Source: an optimization exercise on an open RTL-to-GDS flow (aim: small area and a short achievable clock period). Production flows keep margins and buffers that such runs may drop. No functional check of the RTL was part of any run shown here.

==> design.v <==
module crc_bit_step (
    input  wire [30:0] s_in,      
    input  wire        fb_f, fb_a, fb_b, fb_c,
    input  wire [30:0] poly,      
    input  wire        din_n,     
    output wire [30:0] s_out      
);
    assign s_out[30]    = s_in[29]    ^ (fb_f & poly[30]);
    assign s_out[29:25] = s_in[28:24] ^ ({5{fb_a}} & poly[29:25]);
    assign s_out[24:13] = s_in[23:12] ^ ({12{fb_b}} & poly[24:13]);
    assign s_out[12:1]  = s_in[11:0]  ^ ({12{fb_c}} & poly[12:1]);
    assign s_out[0]     = ~din_n      ^ (fb_c & poly[0]);
endmodule
module crc_bit_step0 (
    input  wire [30:0] s_in,
    input  wire        fb_f, fb_a, fb_b, fb_c,
    input  wire [30:0] poly,
    output wire [30:0] s_out
);
    assign s_out[30]    = s_in[29]    ^ (fb_f & poly[30]);
    assign s_out[29:25] = s_in[28:24] ^ ({5{fb_a}} & poly[29:25]);
    assign s_out[24:13] = s_in[23:12] ^ ({12{fb_b}} & poly[24:13]);
    assign s_out[12:1]  = s_in[11:0]  ^ ({12{fb_c}} & poly[12:1]);
    assign s_out[0]     = fb_c & poly[0];
endmodule
module crc_fb_nand (
    input  wire fb,
    input  wire p31,
    output wire n
);
    assign n = ~(fb & p31);
endmodule
module crc_fb_copy (
    input  wire s30,
    input  wire n31,
    output wire fb
);
    assign fb = s30 ^ ~n31;
endmodule
module crc_fb_first (
    input  wire c,
    input  wire d_n,
    output wire fb
);
    assign fb = c ^ ~d_n;
endmodule
module crc_unit (
    input  wire        clk,
    input  wire        rst,           
    input  wire [2:0]  op,            
    input  wire [1:0]  size,          
    input  wire [63:0] wdata,
    input  wire [1:0]  cfg_width,     
    input  wire [31:0] cfg_poly,
    input  wire [31:0] cfg_init,
    input  wire [1:0]  cfg_reflect,   
    input  wire [31:0] cfg_xorout,
    output wire [31:0] running,
    output wire [31:0] result,
    output wire [1:0]  cmp_status,    
    output wire [63:0] bytes_fed
);
    localparam OP_RESET   = 3'd1;
    localparam OP_COMPARE = 3'd2;
    localparam OP_WRITE   = 3'd3;
    localparam OP_FEED    = 3'd4;
    reg        w8_q, w16_q;           
    reg [31:0] poly_q;                
    reg [31:0] xorout_q;              
    reg        refin_q, refout_q;
    reg [31:0] crc_q;                 
    reg [1:0]  status_q;
    reg [63:0] count_q;
    wire        do_reset = rst | (op == OP_RESET);
    wire        do_cmp   = ~rst & (op == OP_COMPARE);
    wire        do_write = ~rst & (op == OP_WRITE);
    wire        do_feed  = ~rst & (op == OP_FEED);
    wire [1:0]  c_width  = rst ? 2'd2 : cfg_width;
    wire [31:0] c_poly   = rst ? 32'h1EDC_6F41 : cfg_poly;
    wire [31:0] c_init   = cfg_init;      
    wire [31:0] c_xorout = cfg_xorout | {32{rst}};
    wire [1:0]  c_refl   = cfg_reflect | {2{rst}};
    wire        cw8  = c_width == 2'd0;
    wire        cw16 = c_width == 2'd1;
    wire [7:0] byte_en = {{4{size == 2'd3}}, {2{size[1]}}, size != 2'd0, 1'b1};
    wire [7:0] sel_r   = byte_en & {8{refin_q}};
    wire [7:0] sel_n   = byte_en & {8{~refin_q}};
    wire [63:0] dn;
    crc_data u_data (.wdata(wdata), .sel_r(sel_r), .sel_n(sel_n), .dn(dn));
    wire [30:0] st [0:64];            
    wire [64:0] fb_f, fb_a, fb_b, fb_c;   
    wire [63:0] n_f, n_x;             
    genvar g;
    generate
        for (g = 0; g < 31; g = g + 1) begin : place
            assign st[0][30 - g] = crc_q[30 - g] ^ ~dn[g + 1];
        end
        crc_fb_first u_f0f (.c(crc_q[31]), .d_n(dn[0]), .fb(fb_f[0]));
        crc_fb_first u_f0a (.c(crc_q[31]), .d_n(dn[0]), .fb(fb_a[0]));
        crc_fb_first u_f0b (.c(crc_q[31]), .d_n(dn[0]), .fb(fb_b[0]));
        crc_fb_first u_f0c (.c(crc_q[31]), .d_n(dn[0]), .fb(fb_c[0]));
        for (g = 0; g < 64; g = g + 1) begin : steps
            if (g < 32) begin : with_data
                crc_bit_step u_step (.s_in(st[g]), .fb_f(fb_f[g]), .fb_a(fb_a[g]), .fb_b(fb_b[g]),
                                     .fb_c(fb_c[g]), .poly(poly_q[30:0]), .din_n(dn[32 + g]),
                                     .s_out(st[g + 1]));
            end else begin : no_data
                crc_bit_step0 u_step (.s_in(st[g]), .fb_f(fb_f[g]), .fb_a(fb_a[g]), .fb_b(fb_b[g]),
                                      .fb_c(fb_c[g]), .poly(poly_q[30:0]), .s_out(st[g + 1]));
            end
            crc_fb_nand u_nf (.fb(fb_f[g]), .p31(poly_q[31]), .n(n_f[g]));
            crc_fb_nand u_nx (.fb(fb_f[g]), .p31(poly_q[31]), .n(n_x[g]));
            crc_fb_copy u_ff (.s30(st[g][30]), .n31(n_f[g]), .fb(fb_f[g + 1]));
            crc_fb_copy u_fa (.s30(st[g][30]), .n31(n_x[g]), .fb(fb_a[g + 1]));
            crc_fb_copy u_fb (.s30(st[g][30]), .n31(n_x[g]), .fb(fb_b[g + 1]));
            crc_fb_copy u_fc (.s30(st[g][30]), .n31(n_x[g]), .fb(fb_c[g + 1]));
        end
    endgenerate
    wire [31:0] tap1 = {fb_c[8],  st[8]};
    wire [31:0] tap2 = {fb_c[16], st[16]};
    wire [31:0] tap4 = {fb_c[32], st[32]};
    wire [31:0] tap8 = {fb_c[64], st[64]};
    wire [31:0] run_w, result_w;
    wire        cmp_eq;
    crc_out u_out (.crc(crc_q), .w8(w8_q), .w16(w16_q), .refout(refout_q), .xorout(xorout_q),
                   .exp_val(wdata[31:0]), .running(run_w), .result(result_w), .eq(cmp_eq));
    wire [31:0] crc_d, poly_d;
    crc_next u_next (.crc(crc_q), .tap1(tap1), .tap2(tap2), .tap4(tap4), .tap8(tap8),
                     .size(size), .rst(rst), .do_reset(do_reset), .do_write(do_write), .do_feed(do_feed),
                     .init(c_init), .wval(wdata[31:0]), .cw8(cw8), .cw16(cw16),
                     .w8(w8_q), .w16(w16_q), .crc_d(crc_d));
    crc_align u_palign (.v(c_poly), .a8(cw8), .a16(cw16), .y(poly_d));
    wire [3:0] inc = {do_feed & (size == 2'd3), do_feed & (size == 2'd2),
                      do_feed & (size == 2'd1), do_feed & (size == 2'd0)};
    wire [64:0] carry;
    wire        keep_count = ~do_reset;
    wire [63:0] count_d;
    assign carry[0] = 1'b0;
    generate
        for (g = 0; g < 64; g = g + 1) begin : cnt
            if (g < 4) begin : low
                crc_cnt_fa u_bit (.q(count_q[g]), .a(inc[g]), .ci(carry[g]), .clr_n(keep_count),
                                  .d(count_d[g]), .co(carry[g + 1]));
            end else begin : high
                crc_cnt_ha u_bit (.q(count_q[g]), .ci(carry[g]), .clr_n(keep_count),
                                  .d(count_d[g]), .co(carry[g + 1]));
            end
        end
    endgenerate
    always @(posedge clk) begin
        crc_q   <= crc_d;
        count_q <= count_d;
        if (do_reset) begin
            w8_q     <= cw8;
            w16_q    <= cw16;
            poly_q   <= poly_d;
            xorout_q <= c_xorout & {{16{~cw8 & ~cw16}}, {8{~cw8}}, 8'hFF};
            refin_q  <= c_refl[0];
            refout_q <= c_refl[1];
            status_q <= 2'd0;
        end else if (do_cmp) begin
            status_q <= cmp_eq ? 2'd1 : 2'd2;
        end
    end
    assign running    = run_w;
    assign result     = result_w;
    assign cmp_status = status_q;
    assign bytes_fed  = count_q;
endmodule
module crc_data (
    input  wire [63:0] wdata,
    input  wire [7:0]  sel_r, sel_n,
    output reg  [63:0] dn
);
    integer i, j;
    always @(*)
        for (i = 0; i < 8; i = i + 1)
            for (j = 0; j < 8; j = j + 1)
                dn[8*i + j] = ~((sel_r[i] & wdata[8*i + j]) | (sel_n[i] & wdata[8*i + 7 - j]));
endmodule
module crc_cnt_fa (
    input  wire q, a, ci, clr_n,
    output wire d, co
);
    assign d  = clr_n & (q ^ a ^ ci);
    assign co = (q & a) | (q & ci) | (a & ci);
endmodule
module crc_cnt_ha (
    input  wire q, ci, clr_n,
    output wire d, co
);
    assign d  = clr_n & (q ^ ci);
    assign co = q & ci;
endmodule
module crc_align (
    input  wire [31:0] v,
    input  wire        a8, a16,
    output wire [31:0] y
);
    wire a32 = ~a8 & ~a16;
    assign y = {(v[31:24] & {8{a32}}) | (v[15:8] & {8{a16}}) | (v[7:0] & {8{a8}}),
                (v[23:16] & {8{a32}}) | (v[7:0] & {8{a16}}),
                v[15:0] & {16{a32}}};
endmodule
module crc_out (
    input  wire [31:0] crc,
    input  wire        w8, w16, refout,
    input  wire [31:0] xorout,
    input  wire [31:0] exp_val,
    output wire [31:0] running,
    output wire [31:0] result,
    output wire        eq
);
    crc_out_run u_run (.crc(crc), .w8(w8), .w16(w16), .running(running));
    crc_out_res u_res (.crc(crc), .running(running), .refout(refout), .xorout(xorout), .result(result));
    crc_out_cmp u_cmp (.result(result), .exp_val(exp_val), .w8(w8), .w16(w16), .eq(eq));
endmodule
module crc_out_run (
    input  wire [31:0] crc,
    input  wire        w8, w16,
    output wire [31:0] running
);
    wire w32 = ~w8 & ~w16;
    assign running = {crc[31:16] & {16{w32}},
                      crc[15:8] | (crc[31:24] & {8{w16}}),
                      crc[7:0] | (crc[31:24] & {8{w8}}) | (crc[23:16] & {8{w16}})};
endmodule
module crc_out_res (
    input  wire [31:0] crc, running, xorout,
    input  wire        refout,
    output reg  [31:0] result
);
    integer i;
    always @(*)
        for (i = 0; i < 32; i = i + 1)
            result[i] = ((refout & crc[31 - i]) | (~refout & running[i])) ^ xorout[i];
endmodule
module crc_out_cmp (
    input  wire [31:0] result, exp_val,
    input  wire        w8, w16,
    output wire        eq
);
    wire [31:0] mask = {{16{~w8 & ~w16}}, {8{~w8}}, 8'hFF};
    assign eq = ~|((result ^ exp_val) & mask);
endmodule
module crc_next (
    input  wire [31:0] crc, tap1, tap2, tap4, tap8,
    input  wire [1:0]  size,
    input  wire        rst, do_reset, do_write, do_feed,
    input  wire [31:0] init, wval,
    input  wire        cw8, cw16, w8, w16,
    output wire [31:0] crc_d
);
    wire [31:0] ld;
    wire        h, f1, f2, f4, f8, l8, l16, l32;
    crc_next_sel u_sel (.size(size), .do_reset(do_reset), .do_write(do_write), .do_feed(do_feed),
                        .init(init), .wval(wval), .cw8(cw8), .cw16(cw16), .w8(w8), .w16(w16),
                        .ld(ld), .h(h), .f1(f1), .f2(f2), .f4(f4), .f8(f8),
                        .l8(l8), .l16(l16), .l32(l32));
    crc_next_mux u_mux (.crc(crc), .tap1(tap1), .tap2(tap2), .tap4(tap4), .tap8(tap8), .ld(ld),
                        .h(h), .f1(f1), .f2(f2), .f4(f4), .f8(f8), .l8(l8), .l16(l16), .l32(l32),
                        .ones(rst), .crc_d(crc_d));
endmodule
module crc_next_sel (
    input  wire [1:0]  size,
    input  wire        do_reset, do_write, do_feed,
    input  wire [31:0] init, wval,
    input  wire        cw8, cw16, w8, w16,
    output wire [31:0] ld,
    output wire        h, f1, f2, f4, f8, l8, l16, l32
);
    wire load = do_reset | do_write;
    wire a8   = do_reset ? cw8 : w8;
    wire a16  = do_reset ? cw16 : w16;
    assign ld  = do_reset ? init : wval;
    assign l8  = load & a8;
    assign l16 = load & a16;
    assign l32 = load & ~a8 & ~a16;
    assign h   = ~load & ~do_feed;
    assign f1  = ~load & do_feed & (size == 2'd0);
    assign f2  = ~load & do_feed & (size == 2'd1);
    assign f4  = ~load & do_feed & (size == 2'd2);
    assign f8  = ~load & do_feed & (size == 2'd3);
endmodule
module crc_next_mux (
    input  wire [31:0] crc, tap1, tap2, tap4, tap8, ld,
    input  wire        h, f1, f2, f4, f8, l8, l16, l32,
    input  wire        ones,
    output wire [31:0] crc_d
);
    assign crc_d = {32{ones}} | ({32{h}} & crc) | ({32{f1}} & tap1) | ({32{f2}} & tap2)
                 | ({32{f4}} & tap4) | ({32{f8}} & tap8)
                 | {({8{l32}} & ld[31:24]) | ({8{l16}} & ld[15:8]) | ({8{l8}} & ld[7:0]),
                    ({8{l32}} & ld[23:16]) | ({8{l16}} & ld[7:0]),
                    {16{l32}} & ld[15:0]};
endmodule
==> flow/run.sh <==
#!/bin/bash
set -euo pipefail
MARGIN=$(cat "$(dirname "$0")/margin.txt")
bash standard.sh SETUP_SLACK_MARGIN="$MARGIN" SETUP_MOVE_SEQUENCE=sizeup,swap SKIP_GATE_CLONING=1 \
    BUFFER_PORTS_ARGS="-buffer_cell sky130_fd_sc_hd__buf_1" \
    finish > make_finish.log 2>&1
==> flow/margin.txt <==
40
==> standard.sh <==
#!/bin/bash
# synth_recipe.tcl (not shown) runs the flow's synth.tcl, then flattens the netlist and writes it again
# the make line also repeats each setting of config.mk as NAME=value (left out here)
make -C /OpenROAD-flow-scripts/flow DESIGN_CONFIG=/design/flow/config.mk WORK_HOME=/design/flow/orfs CLKGATE_MAP_FILE= SYNTH_SCRIPT=/design/flow/synth_recipe.tcl "${@:-finish}"
==> config.mk <==
export PLATFORM = sky130hd
export DESIGN_NAME = crc_unit
export DESIGN_NICKNAME = crc_unit
export VERILOG_FILES = /design/flow/design.v
export SDC_FILE = /design/flow/constraint.sdc
export NUM_CORES = 4
export LEC_CHECK = 0
export CAP_MARGIN = 20
export CORE_MARGIN = 2
export CORE_UTILIZATION = 40
export SLEW_MARGIN = 20
export SYNTH_HIERARCHICAL = 1
==> constraint.sdc <==
create_clock -name core_clock -period 80.0 [get_ports {clk}]
set_input_delay 16.0000 -clock core_clock [delete_from_list [all_inputs] [get_ports {clk}]]
set_output_delay 16.0000 -clock core_clock [all_outputs]
set_load 0.01 [all_outputs]
==> impl_results.md, run 1 <==
* Final period utilization at 0.502
* Global-route wire length before repair at ~220 mm
* Flops & latches, synth at between 150 and 200
* Syn avg cell area at 7.25 µm²
* H-tree depth at 4
* Rows at ~110
* Die Height at 317 µm
* DRT iter0 DRCs at between 3000 and 4000
* Net Count, Synth at 5627
* CP Data Arrival Time at just over 40 ns
* Die footprint at around 100000 µm²
* Final hold slack at about 0.51 ns
* Max Cap Viol at 0
* Most common cell on crit path: xnor2_2
* Initial antenna violation count at 6
* RSZ-0062 raised after global routing: yes
* TNS Setup at 0 ns
* Clk slew on worst S/H paths at 0.08 ns
* Vias at about 36000
* Gr ovfl total at 0
* Top Ports at approximately 300
* Post-DR wirelength/cell at just over 20 µm
* Routed WL at 143 mm
* Worst Clk Skew at 0.0143 ns
* Footprint of the multi-input gates at around 36000 µm²
* Vias in the first global route at 33900
* Core Region at ~97000 µm²
* Hold crit path type: reg2reg
* Gpl congestion at around 1.0
* DIE WIDTH at around 320 µm
* Gr usage total at 0.279
* Clk Latency, worst-skew pair at 0.47 ns
* Drt pass-1 iters at 7
* Root Driver: clkbuf_16
* Crit start category: input pin
* CP Capture Type: flop
* Post-route minimum period at ~40 ns
* Via density at 5.12
* CP required at 80.31 ns
* Area leader, netlist: xnor2_1
* Synth-to-Final Area Change at 13.5%
* Distinct cells, synth at 51
* DP HPWL at 109 mm
* Synth async-reset ratio at 0
* Net count reported at finish at 5908
* CTS buffer count at 17
* Starting Density at 0.404
* Fmax at 0.0249 GHz
* Clk buf depth at 2
* Ratio of cells with drive above 1 in the final layout at 0.104
* Synth area leaders: xnor2_1 50%, nand2_1 20%, edfxtp_1 5.2%, dfxtp_1 5.0%, buf_6 2.7%
* Post-synthesis sequential area ratio at 0.102
* DRC at 0
* Total number of yosys warnings at 9
* CTS tree: built
* Register area at 4000 µm²
* Worst slew margin at 0.252
* Most used DFF post-synth: dfxtp_1
* Critical-path top delay cell: a222oi_1
* Post-synth top area share at 0.502
* Final ANT Viol Nets at 0
* Status: finished clean
* Largest net degree at the start of global routing at 79
* Filler Cells Inserted at between 9000 and 10000
* Slew @ Worst Pin at about 1.1 ns
* Fin util at 0.459
* Clock Sink Count at ~170
* Post-synth EDFFs at just under 70
* Max-slew violations at 0
* Max incr delay on CP at roughly 0.74 ns
* Kind of critical path: in2reg
* Final setup vio count at 0
* Worst Path Max Fanout at 5
* IO Port Bufs at 300
* Final Hold Viols at 0
* Netlist Area Pre-Place at 39100 µm²
* Syn Inst Count at 5392
==> sequential cells by signal, summed over array words and instances, names as in the netlist <==
| name | cells |
|---|---|
| w8_q | 1 |
| refin_q | 1 |
| status_q | 2 |
| refout_q | 1 |
| xorout_q | 32 |
| count_q | 64 |
| poly_q | 32 |
| w16_q | 1 |
| crc_q | 32 |
==> placed cells by master, fill, tap and decap left out, drive strengths merged <==
| cell | n |
|---|---|
| a211oi | 1 |
| a21o | 40 |
| a21oi | 38 |
| a221o | 8 |
| a221oi | 16 |
| a222oi | 24 |
| a22o | 35 |
| a22oi | 88 |
| and2 | 111 |
| and3 | 1 |
| and4 | 1 |
| and4b | 2 |
| and4bb | 1 |
| buf | 458 |
| clkbuf | 21 |
| clkinv | 5 |
| conb | 1 |
| dfxtp | 98 |
| diode | 3 |
| edfxtp | 68 |
| fa | 4 |
| ha | 60 |
| inv | 26 |
| mux2 | 32 |
| mux2i | 32 |
| nand2 | 2081 |
| nand3 | 33 |
| nand4 | 1 |
| nor2 | 11 |
| nor2b | 21 |
| nor3 | 3 |
| nor3b | 19 |
| nor4 | 9 |
| nor4b | 2 |
| nor4bb | 1 |
| o21ai | 2 |
| or2 | 28 |
| xnor2 | 2240 |
| xor2 | 64 |
==> routing by layer <==
layer | vias up | share of wire | global-route usage
met2 | 1281 | 0.46 | 0.461
li1 | 17400 | - | -
met4 | 8 | 0.055 | 0.137
met5 | - | 0.00042 | 0
met1 | 16700 | 0.42 | 0.351
met3 | 289 | 0.067 | 0.0440
==> cell type report <==
type                       instances  share of cell area
clock buffer                      19              0.0105
inverter                          18             0.00158
timing repair buffer             460              0.0525
antenna                            3            0.000169
tap                             1276              0.0360
multi-input combinational       5010               0.806
sequential                       166              0.0903
clock inverter                    13             0.00324
==> per-module statistics from Yosys (local to each module, per instance), a selection <==
module | flip-flops and latches | cells inside
crc_unit | 166 | 307
crc_data | 0 | 80
crc_out_res | 0 | 68
crc_next_sel | 0 | 48
crc_bit_step0 | 0 | 63
crc_align | 0 | 47
crc_out_cmp | 0 | 45
crc_out_run | 0 | 37
crc_cnt_fa | 0 | 6
crc_cnt_ha | 0 | 2
crc_fb_copy | 0 | 1
==> cells by family (layout without fill, tap and decap cells) <==
kind of cell / after synthesis / in the layout / synth area share
and+or+nand+nor: 2325 / 2325 / 0.241
xor gates and xnor gates: 2304 / 2304 / 0.516
AOI/OAI and AO/OA: 252 / 252 / 0.0529
buffers and inverters: 216 / 510 / 0.0469
DFF: 166 / 166 / 0.102
adders and majority gates: 64 / 64 / 0.0213
muxes: 64 / 64 / 0.0190
other: 1 / 4 / 0.0000959
==> through the flow <==
step	setup WS, ns	std cells	instance area, µm²
after floorplan	37.11	5392	39600
after global placement	36.09	6928	41800
after detailed placement	35.77	6929	41900
after CTS	40.00	6961	43400
after global routing	38.26	6962	44400
final	39.85	6965	44400
==> timing repair <==
item	CTS	global route
gates resized for setup	114	102
endpoints found under the setup margin	32	32
setup buffers	0	0
pin swaps	3	16
hold buffers	0	0
gates cloned	0	0
endpoints found under the hold margin	0	0
==> worst paths after layout <==
check | to | from | depth (start not counted) | slack (ns)
worst max-delay path | crc_q[28]$_DFF_P_ | wdata[0] | 108 | 39.85
worst min-delay path | status_q[0]$_SDFFE_PP0P_ | status_q[0]$_SDFFE_PP0P_ | 2 | 0.51
worst max register to register | crc_q[28]$_DFF_P_ | refin_q$_DFFE_PP_ | 109 | 54.76
worst min register to register | status_q[0]$_SDFFE_PP0P_ | status_q[0]$_SDFFE_PP0P_ | 2 | 0.51
==> Yosys cell counts, types with 6 or more instances <==
master and instances:
edfxtp_1 68, nand3_1 33, nor2_1 9, ha_1 60
a21o_1 40, mux2i_1 32, xnor2_1 2240, dfxtp_1 98
nor3b_1 19, a221oi_2 10, and2_1 79, a22oi_2 9
clkbuf_1 11, inv_1 18, buf_4 66, a21oi_1 38
buf_2 23, mux2_4 16, or2_2 27, a221oi_1 6
a22o_1 21, xor2_1 64, a222oi_1 24, a221o_1 8
buf_6 93, nand2_1 2081, mux2_2 16, and2_2 32
nor2b_1 17, a22o_2 14, a22oi_1 79
==> critical path: cells and delay by family <==
family / cells / cell delay, ns
and+or+nand+nor: 40 / 5.77
AOI/OAI and AO/OA: 2 / 1.10
buffers and inverters: 1 / 0.14
xor gates and xnor gates: 65 / 17.37
==> run 2: changes to the inputs <==
--- a/design.v
+++ b/design.v
@@ -8,5 +8,5 @@
     assign s_out[30]    = s_in[29]    ^ (fb_f & poly[30]);
-    assign s_out[29:25] = s_in[28:24] ^ ({5{fb_a}} & poly[29:25]);
-    assign s_out[24:13] = s_in[23:12] ^ ({12{fb_b}} & poly[24:13]);
-    assign s_out[12:1]  = s_in[11:0]  ^ ({12{fb_c}} & poly[12:1]);
+    assign s_out[29:27] = s_in[28:26] ^ ({3{fb_a}} & poly[29:27]);
+    assign s_out[26:15] = s_in[25:14] ^ ({12{fb_b}} & poly[26:15]);
+    assign s_out[14:1]  = s_in[13:0]  ^ ({14{fb_c}} & poly[14:1]);
     assign s_out[0]     = ~din_n      ^ (fb_c & poly[0]);
@@ -20,20 +20,24 @@
     assign s_out[30]    = s_in[29]    ^ (fb_f & poly[30]);
-    assign s_out[29:25] = s_in[28:24] ^ ({5{fb_a}} & poly[29:25]);
-    assign s_out[24:13] = s_in[23:12] ^ ({12{fb_b}} & poly[24:13]);
-    assign s_out[12:1]  = s_in[11:0]  ^ ({12{fb_c}} & poly[12:1]);
+    assign s_out[29:27] = s_in[28:26] ^ ({3{fb_a}} & poly[29:27]);
+    assign s_out[26:15] = s_in[25:14] ^ ({12{fb_b}} & poly[26:15]);
+    assign s_out[14:1]  = s_in[13:0]  ^ ({14{fb_c}} & poly[14:1]);
     assign s_out[0]     = fb_c & poly[0];
 endmodule
-module crc_fb_nand (
-    input  wire fb,
-    input  wire p31,
-    output wire n
-);
-    assign n = ~(fb & p31);
-endmodule
-module crc_fb_copy (
-    input  wire s30,
-    input  wire n31,
-    output wire fb
+module crc_xor2 (
+    input  wire a, b,
+    output wire y
+);
+    assign y = a ^ b;
+endmodule
+module crc_and2 (
+    input  wire a, b,
+    output wire y
+);
+    assign y = a & b;
+endmodule
+module crc_gterm (
+    input  wire s29, p31, fb, q,
+    output wire y
 );
-    assign fb = s30 ^ ~n31;
+    assign y = (p31 & s29) ^ (fb & q);
 endmodule
@@ -91,3 +95,5 @@
     wire [64:0] fb_f, fb_a, fb_b, fb_c;   
-    wire [63:0] n_f, n_x;             
+    wire [64:0] h, h2;                
+    wire [64:0] gt;                   
+    wire        q = poly_q[31] & poly_q[30];
     genvar g;
@@ -101,2 +107,5 @@
         crc_fb_first u_f0c (.c(crc_q[31]), .d_n(dn[0]), .fb(fb_c[0]));
+        crc_and2 u_h0  (.a(fb_a[0]), .b(poly_q[31]), .y(h[0]));
+        crc_and2 u_h20 (.a(fb_b[0]), .b(poly_q[31]), .y(h2[0]));
+        crc_and2 u_g0  (.a(st[0][30]), .b(poly_q[31]), .y(gt[0]));
         for (g = 0; g < 64; g = g + 1) begin : steps
@@ -110,8 +119,9 @@
             end
-            crc_fb_nand u_nf (.fb(fb_f[g]), .p31(poly_q[31]), .n(n_f[g]));
-            crc_fb_nand u_nx (.fb(fb_f[g]), .p31(poly_q[31]), .n(n_x[g]));
-            crc_fb_copy u_ff (.s30(st[g][30]), .n31(n_f[g]), .fb(fb_f[g + 1]));
-            crc_fb_copy u_fa (.s30(st[g][30]), .n31(n_x[g]), .fb(fb_a[g + 1]));
-            crc_fb_copy u_fb (.s30(st[g][30]), .n31(n_x[g]), .fb(fb_b[g + 1]));
-            crc_fb_copy u_fc (.s30(st[g][30]), .n31(n_x[g]), .fb(fb_c[g + 1]));
+            crc_gterm u_gt (.s29(st[g][29]), .p31(poly_q[31]), .fb(fb_f[g]), .q(q), .y(gt[g + 1]));
+            crc_xor2 u_h  (.a(gt[g]), .b(h[g]), .y(h[g + 1]));
+            crc_xor2 u_h2 (.a(gt[g]), .b(h[g]), .y(h2[g + 1]));
+            crc_xor2 u_ff (.a(st[g][30]), .b(h[g]),  .y(fb_f[g + 1]));
+            crc_xor2 u_fa (.a(st[g][30]), .b(h2[g]), .y(fb_a[g + 1]));
+            crc_xor2 u_fb (.a(st[g][30]), .b(h2[g]), .y(fb_b[g + 1]));
+            crc_xor2 u_fc (.a(st[g][30]), .b(h2[g]), .y(fb_c[g + 1]));
         end
==> run 2 against run 1 <==
  * Still clean
  * Setup slack got worse by 1.9 ns
  * Sequential share of layout area fell by 0.63 points
  * Utilization rose by 1.1 points
  * Sequential cell count did not move
  * First-iteration DRC count fell by 5.8%
  * Maximum frequency fell by 4.5%
  * Critical path depth fell by 9
  * Synthesized cell count rose by 3.5%
  * Critical endpoint is now crc_q[25]$_DFF_P_
==> impl_results.md, run 2 <==
* Status: finished clean
* Netlist Area Pre-Place at 40700 µm²
* IO Port Bufs at 300
* Post-synth EDFFs at slightly below 70
* DRT iter0 DRCs at approximately 2900
* Most used DFF post-synth: dfxtp_1
* FF-to-FF Start: refin_q$_DFFE_PP_
* Total number of yosys warnings at 9
* Most common cell on crit path: nand2_1
* CP required at about 80 ns
* Flops & latches, synth at between 150 and 200
* CP Data Arrival Time at around 42 ns
* Net Count, Synth at ~5800
* Post-route insts no fill at approximately 7200
* Post-synthesis sequential area ratio at 0.0983
* Drt pass-1 iters at 6
* Routed WL at ~150 mm
* Starting Density at 0.402
* Die Height at approximately 320 µm
* Most common cell in the netlist: nand2_1
* Crit start category: input pin
* Worst slew margin at 0.250
* Clk buf depth at 2
* Gr ovfl total at 0
* Max Cap Viol at 0
* CTS buffer count at 17
* TNS Setup at 0 ns
* Gpl congestion at about 0.97
* Initial antenna violation count at 7
* Core Region at 101000 µm²
* Pre-CTS setup slack at 36.18 ns
* Max-slew violations at 0
* Ratio of cells with drive above 1 in the final layout at 0.116
* Final Hold Viols at 0
* M2 GR Usage at 0.455
* CTS tree: built
* Hold buffer count at cts at 0
* Root Driver: clkbuf_16
* Die footprint at approximately 100000 µm²
* Post-synth top area share at 0.427
* Vias in the first global route at about 35000
* Worst Path Max Fanout at 12
* Clock Sink Count at ~170
* DP HPWL at about 110 mm
* Distinct cells, synth at 51
* Max incr delay on CP at 0.70 ns
* Hold crit path type: reg2reg
* DRC at 0
* CP Capture Type: flop
* Filler Cells Inserted at 9845
* Top Ports at 301
* Top reg by flops: count_q
* Worst Setup Slack, final at approximately 38 ns
* Clk Latency, worst-skew pair at 0.48 ns
* GRT met1 Usage at 0.325
* DIE WIDTH at about 320 µm
* Synth top cells by count: 2078 x nand2_1, 1987 x xnor2_1, 504 x xor2_1, 98 x dfxtp_1, 93 x buf_6
* Clk slew on worst S/H paths at 0.08 ns
* Post-route minimum period at 42.05 ns
* Synth-to-Final Area Change at 17.0%
* Rows at 117
* Synth area leaders: xnor2_1 43%, nand2_1 19%, xor2_1 11%, edfxtp_1 5.0%, dfxtp_1 4.8%
* Critical-path top delay cell: xor2_1
* Synth async-reset ratio at 0
* Met3 usage at 0.0373
* Gr usage total at 0.268
* Final hold slack at 0.506 ns
* Net count reported at finish at roughly 6000
* Global-route wire length before repair at between 200 and 250 mm
* Worst Hold Launch: status_q[0]$_SDFFE_PP0P_
* Placed Area at ~43000 µm²
* Slew @ Worst Pin at roughly 1.1 ns
* Fmax at 0.0238 GHz
* Syn Inst Count at roughly 5600
* Via density at 5.06
* Area leader, netlist: xnor2_1
* Max reg flops at 64
* H-tree depth at 4
* RSZ-0062 raised after global routing: yes
* Final ANT Viol Nets at 0
* Post-DR wirelength/cell at 20.4 µm
* Worst Clk Skew at 0.0143 ns
* Most common cell after layout, fill and taps aside: nand2_1
* GRT Max-Usage Layer: met2
* Largest net degree at the start of global routing at between 70 and 80
* Crit. Startpoint: wdata[0]
* Vias at between 30000 and 40000
* Final setup vio count at 0
* Buffer count from post-CTS setup fixing at 0
* Kind of critical path: in2reg
* Final period utilization at 0.526
* Placed Cells incl. Taps at just over 7000
* Syn avg cell area at 7.30 µm²
* Post-route cell area at between 40000 and 50000 µm²
* Most frequent cells in the layout: 2078 x nand2_1, 1852 x xnor2_1, 297 x buf_1
run 2: cell types whose count changed after synthesis:
cell,previous run,this run
xor2_1,64,504
and2_1,79,83
xnor2_1,2240,1987
nand2_1,2081,2078
run 2: path summary, 6_finish.rpt:
kind                              end  slack [ns]  cells after the start
min          status_q[0]$_SDFFE_PP0P_        0.51                      2
max reg2reg         crc_q[25]$_DFF_P_       52.54                     99
max                 crc_q[25]$_DFF_P_       37.95                     99
min reg2reg  status_q[0]$_SDFFE_PP0P_        0.51                      2
run 2: critical path, delay by kind of cell:
kind,cells,cell delay [ns]
simple gates,30,4.62
compound gates,2,1.03
xor+xnor,65,20.22
buf+inv,2,0.41
run 2: what timing repair did:
action	in CTS	in global routing
gates resized for setup	66	421
setup endpoints to repair	32	32
pin swaps	0	21
run 2: per-layer routing:
metal / wire [µm] / part of all wire
met1: 58500 / 0.40
met4: 10200 / 0.069
met2: 69400 / 0.47
met5: 13 / 0.000088
met3: 9220 / 0.063
run 2: cell type report:
type                       count  area (µm²)  area share
timing repair buffer         431        2120      0.0444
clock buffer                  17         425     0.00892
multi-input combinational   5198       39100       0.821
sequential                   166        4000      0.0840
inverter                      18        70.1     0.00147
clock inverter                15         190     0.00399
tap                         1368        1710      0.0359
antenna                        6        15.0    0.000315
run 2: cells by family (layout without fill, tap and decap cells):
| family | Yosys count | count (layout) | share of synthesized area |
|---|---|---|---|
| xor+xnor | 2491 | 2491 | 0.536 |
| simple gates | 2326 | 2326 | 0.232 |
| compound gates | 252 | 252 | 0.0507 |
| buf+inv | 216 | 481 | 0.0450 |
| flops | 166 | 166 | 0.0983 |
| fa+ha+maj | 64 | 64 | 0.0204 |
| mux | 64 | 64 | 0.0182 |
| other cells | 1 | 7 | 0.0000921 |
run 2: per-module statistics from Yosys (local to each module, per instance), excerpt:
module         flops+latches  copies in the design
crc_out_cmp                0                     1
crc_and2                   0                     3
crc_unit                 166                     1
crc_xor2                   0                   378
crc_bit_step               0                    32
crc_fb_first               0                     4
crc_cnt_fa                 0                     4
crc_data                   0                     1
crc_align                  0                     1
crc_gterm                  0                    62
crc_out_res                0                     1
crc_bit_step0              0                    32
run 2: stage by stage:
| stage | util |
|---|---|
| after floorplan | - |
| after global placement | 0.422 |
| after detailed placement | 0.423 |
| after CTS | 0.434 |
| after global routing | 0.470 |
| final | 0.470 |
==> run 3: changes to the inputs <==
==> flow/margin.txt (replaced) <==
46
==> run 3 against run 2 <==
  * Cell area hardly changed
  * Non-clock buffer count is 6 higher
  * First-iteration DRC count is 8.3% lower
  * Critical path depth is 2 lower
  * Via count is 0.43% lower
  * Global-route usage is 1.3 points higher
  * Synthesized area stayed put
  * Largest cell class unchanged
  * Highest routed layer unchanged
==> impl_results.md, run 3 <==
* Status: finished clean
* Clk buf depth at 2
* Core Region at about 100000 µm²
* Worst Path Max Fanout at 12
* Synth-to-Final Area Change at 16.9%
* Post-synth top area share at 0.427
* Most frequent cells in the layout: 2071 x nand2_1, 1841 x xnor2_1, 297 x buf_1
* Max-slew violations at 0
* Buffer count from post-CTS setup fixing at 0
* Fmax at roughly 0.024 GHz
* Filler Cells Inserted at between 9000 and 10000
* Pre-CTS setup slack at around 38 ns
* Post-synthesis sequential area ratio at 0.0983
* Post-route minimum period at just over 40 ns
* Global-route wire length before repair at around 230 mm
* Post-DR wirelength/cell at 20.5 µm
* DRC at 0
* Hold buffer count at cts at 0
* Worst Hold Launch: status_q[0]$_SDFFE_PP0P_
* Flops & latches, synth at 166
* CP required at 80.31 ns
* CP Data Arrival Time at about 42 ns
* Most common cell after layout, fill and taps aside: nand2_1
* Distinct cells, synth at 51
* Top Ports at around 300
* Critical R2R Capture: crc_q[28]$_DFF_P_
* Root Driver: clkbuf_16
* Area leader, netlist: xnor2_1
* Syn avg cell area at between 7 and 8 µm²
* DP HPWL at 111 mm
* CTS buffer count at 17
* Critical-path top delay cell: a222oi_1
* RSZ-0062 raised after global routing: yes
* Syn Inst Count at roughly 5600
* Worst slew margin at 0.196
* Ratio of cells with drive above 1 in the final layout at 0.122
* Drt pass-1 iters at 7
* Vias at roughly 36000
* Netlist Area Pre-Place at between 40000 and 50000 µm²
* Via density at about 5.0
* Final Hold Viols at 0
* Net count reported at finish at 6073
* Slew @ Worst Pin at between 1 and 1.5 ns
* Max reg flops at 64
* Max incr delay on CP at 0.73 ns
* Final ANT Viol Nets at 0
* Fin util at 0.469
* Synth top cells by count: 2078 x nand2_1, 1987 x xnor2_1, 504 x xor2_1, 98 x dfxtp_1, 93 x buf_6
* Hold path cells at 2
* Clock Sink Count at around 170
* Synth area leaders: xnor2_1 43%, nand2_1 19%, xor2_1 11%, edfxtp_1 5.0%, dfxtp_1 4.8%
* Clk Latency, worst-skew pair at approximately 0.47 ns
* FF-to-FF setup slack at 53.05 ns
* DIE WIDTH at 323 µm
* FF-to-FF Start: refin_q$_DFFE_PP_
* Crit. Startpoint: wdata[2]
* Gr ovfl total at 0
* Die Height at 323 µm
* Max Cap Viol at 0
* CP Capture Type: flop
* Hold crit path type: reg2reg
* Clk slew on worst S/H paths at 0.09 ns
* Post-synth EDFFs at 68
* Top reg by flops: count_q
* Kind of critical path: in2reg
* Initial antenna violation count at 5
* Most common cell in the netlist: nand2_1
* TNS Setup at 0 ns
* H-tree depth at 4
* Total number of yosys warnings at 9
* CTS tree: built
* Worst reg-to-reg path cell count at 98
* Antenna Cells at 0
* Final period utilization at 0.520
* Gr usage total at 0.281
* Die footprint at roughly 100000 µm²
* Net Count, Synth at around 5800
* DRT iter0 DRCs at between 2000 and 3000
* Worst Setup Slack, final at 38.42 ns
* Largest net degree at the start of global routing at 96
* Worst Clk Skew at around 0.014 ns
* Worst Hold End: status_q[0]$_SDFFE_PP0P_
* Vias in the first global route at 35900
* Starting Density at 0.402
* Most used DFF post-synth: dfxtp_1
* Rows at 117
* Most common cell on crit path: nand2_1
* Final hold slack at about 0.5 ns
* Final setup vio count at 0
* Routed WL at roughly 150 mm
* IO Port Bufs at 300
* Synth async-reset ratio at 0
* Crit start category: input pin
* Gpl congestion at around 0.97
## run 3: cell counts after synthesis
No cell type changed its count.
## run 3: repair_timing
action / CTS / global route
endpoints found under the setup margin: 32 / 32
pin swaps: 28 / 3
resized for setup: 335 / 47
## run 3: per-stage QoR
stage	cell area (µm²)	std cells
6_report	47600	7219
5_1_grt	47600	7219
4_1_cts	47100	7219
3_5_place_dp	43800	7187
3_3_place_gp	43800	7187
2_1_floorplan	41700	5580
## run 3: per-layer routing
layer  global-route usage  share of wire  vias up
li1                     -              -    17700
met1                0.330           0.39    17100
met2                0.484           0.47     1260
met3               0.0436          0.065      360
met4                0.167          0.068       10
met5                    0        0.00035        -
## run 3: worst max-delay path by stage
stage                             end  slack [ns]  cells after the start
global route        crc_q[24]$_DFF_P_       36.83                    101
finish              crc_q[28]$_DFF_P_       38.42                     97
CTS                 crc_q[28]$_DFF_P_       39.55                     99
floorplan           crc_q[16]$_DFF_P_       42.25                     79
detailed placement  crc_q[16]$_DFF_P_       37.82                     88
global placement    crc_q[16]$_DFF_P_       38.14                     86
## run 3: critical path, delay by kind of cell
kind	cells	cell delay, ns
simple gates	29	4.37
xor+xnor	65	20.33
buf+inv	1	0.22
compound gates	2	0.90
## run 3: cell type report
cell class / count / area [µm²] / area share
multi-input cells: 5198 / 39000 / 0.820
well taps: 1368 / 1710 / 0.0359
repair buffers: 437 / 2160 / 0.0454
clock buffers: 17 / 425 / 0.00893
inverters: 18 / 70.1 / 0.00147
flip-flops and latches: 166 / 4000 / 0.0841
clock inverters: 15 / 210 / 0.00441
## run 3: modules after synthesis (local to each module, per instance), excerpt
module / copies in the design / area [µm²]
crc_align: 1 / 393
crc_and2: 3 / 6.26
crc_bit_step: 32 / 407
crc_bit_step0: 32 / 402
crc_cnt_fa: 4 / 48.8
crc_data: 1 / 706
crc_fb_first: 4 / 8.76
crc_gterm: 62 / 16.3
crc_next_mux: 1 / 1220
crc_next_sel: 1 / 549
crc_out_cmp: 1 / 387
crc_out_res: 1 / 657
crc_out_run: 1 / 298
crc_unit: 1 / 4970
crc_xor2: 378 / 8.76
## run 3: logic make-up (layout without fill, tap and decap cells)
| group | after synthesis | after routing | share of synthesized area |
|---|---|---|---|
| other | 1 | 1 | 0.0000921 |
| buffers and inverters | 216 | 487 | 0.0450 |
| xor gates and xnor gates | 2491 | 2491 | 0.536 |
| and+or+nand+nor | 2326 | 2326 | 0.232 |
| DFF | 166 | 166 | 0.0983 |
| adders and majority gates | 64 | 64 | 0.0204 |
| AOI/OAI and AO/OA | 252 | 252 | 0.0507 |
| muxes | 64 | 64 | 0.0182 |

-- what the ideal ports hide --
How much do the figures lean on ideal ports? The routed layouts below were timed once more, with nothing changed but the port constraints. Step 1: set_driving_cell puts a clkbuf_16 on clk and a buf_2 on each other input, an assumption about the parent block. Step 2, shift: input delay + t, output delay - t, t = (earliest + latest rising clock arrival at the registers) / 2. This alone moves slack from input paths to output paths. Slacks: ideal / step 1 / step 2; pairs: ideal / step 1.
run | t, ns | slack for setup (ns) | worst setup path after step 2
run 1 | 0.513 | 39.848 / 39.868 / 39.355 | input to register
run 2 | 0.534 | 37.951 / 37.938 / 37.405 | input to register
run 3 | 0.516 | 38.415 / 38.426 / 37.909 | input to register
After both steps every run listed still meets setup and hold. The setup slack of run 2, which loses most, moves by -0.013 ns with the drivers and by -0.546 ns with both steps.
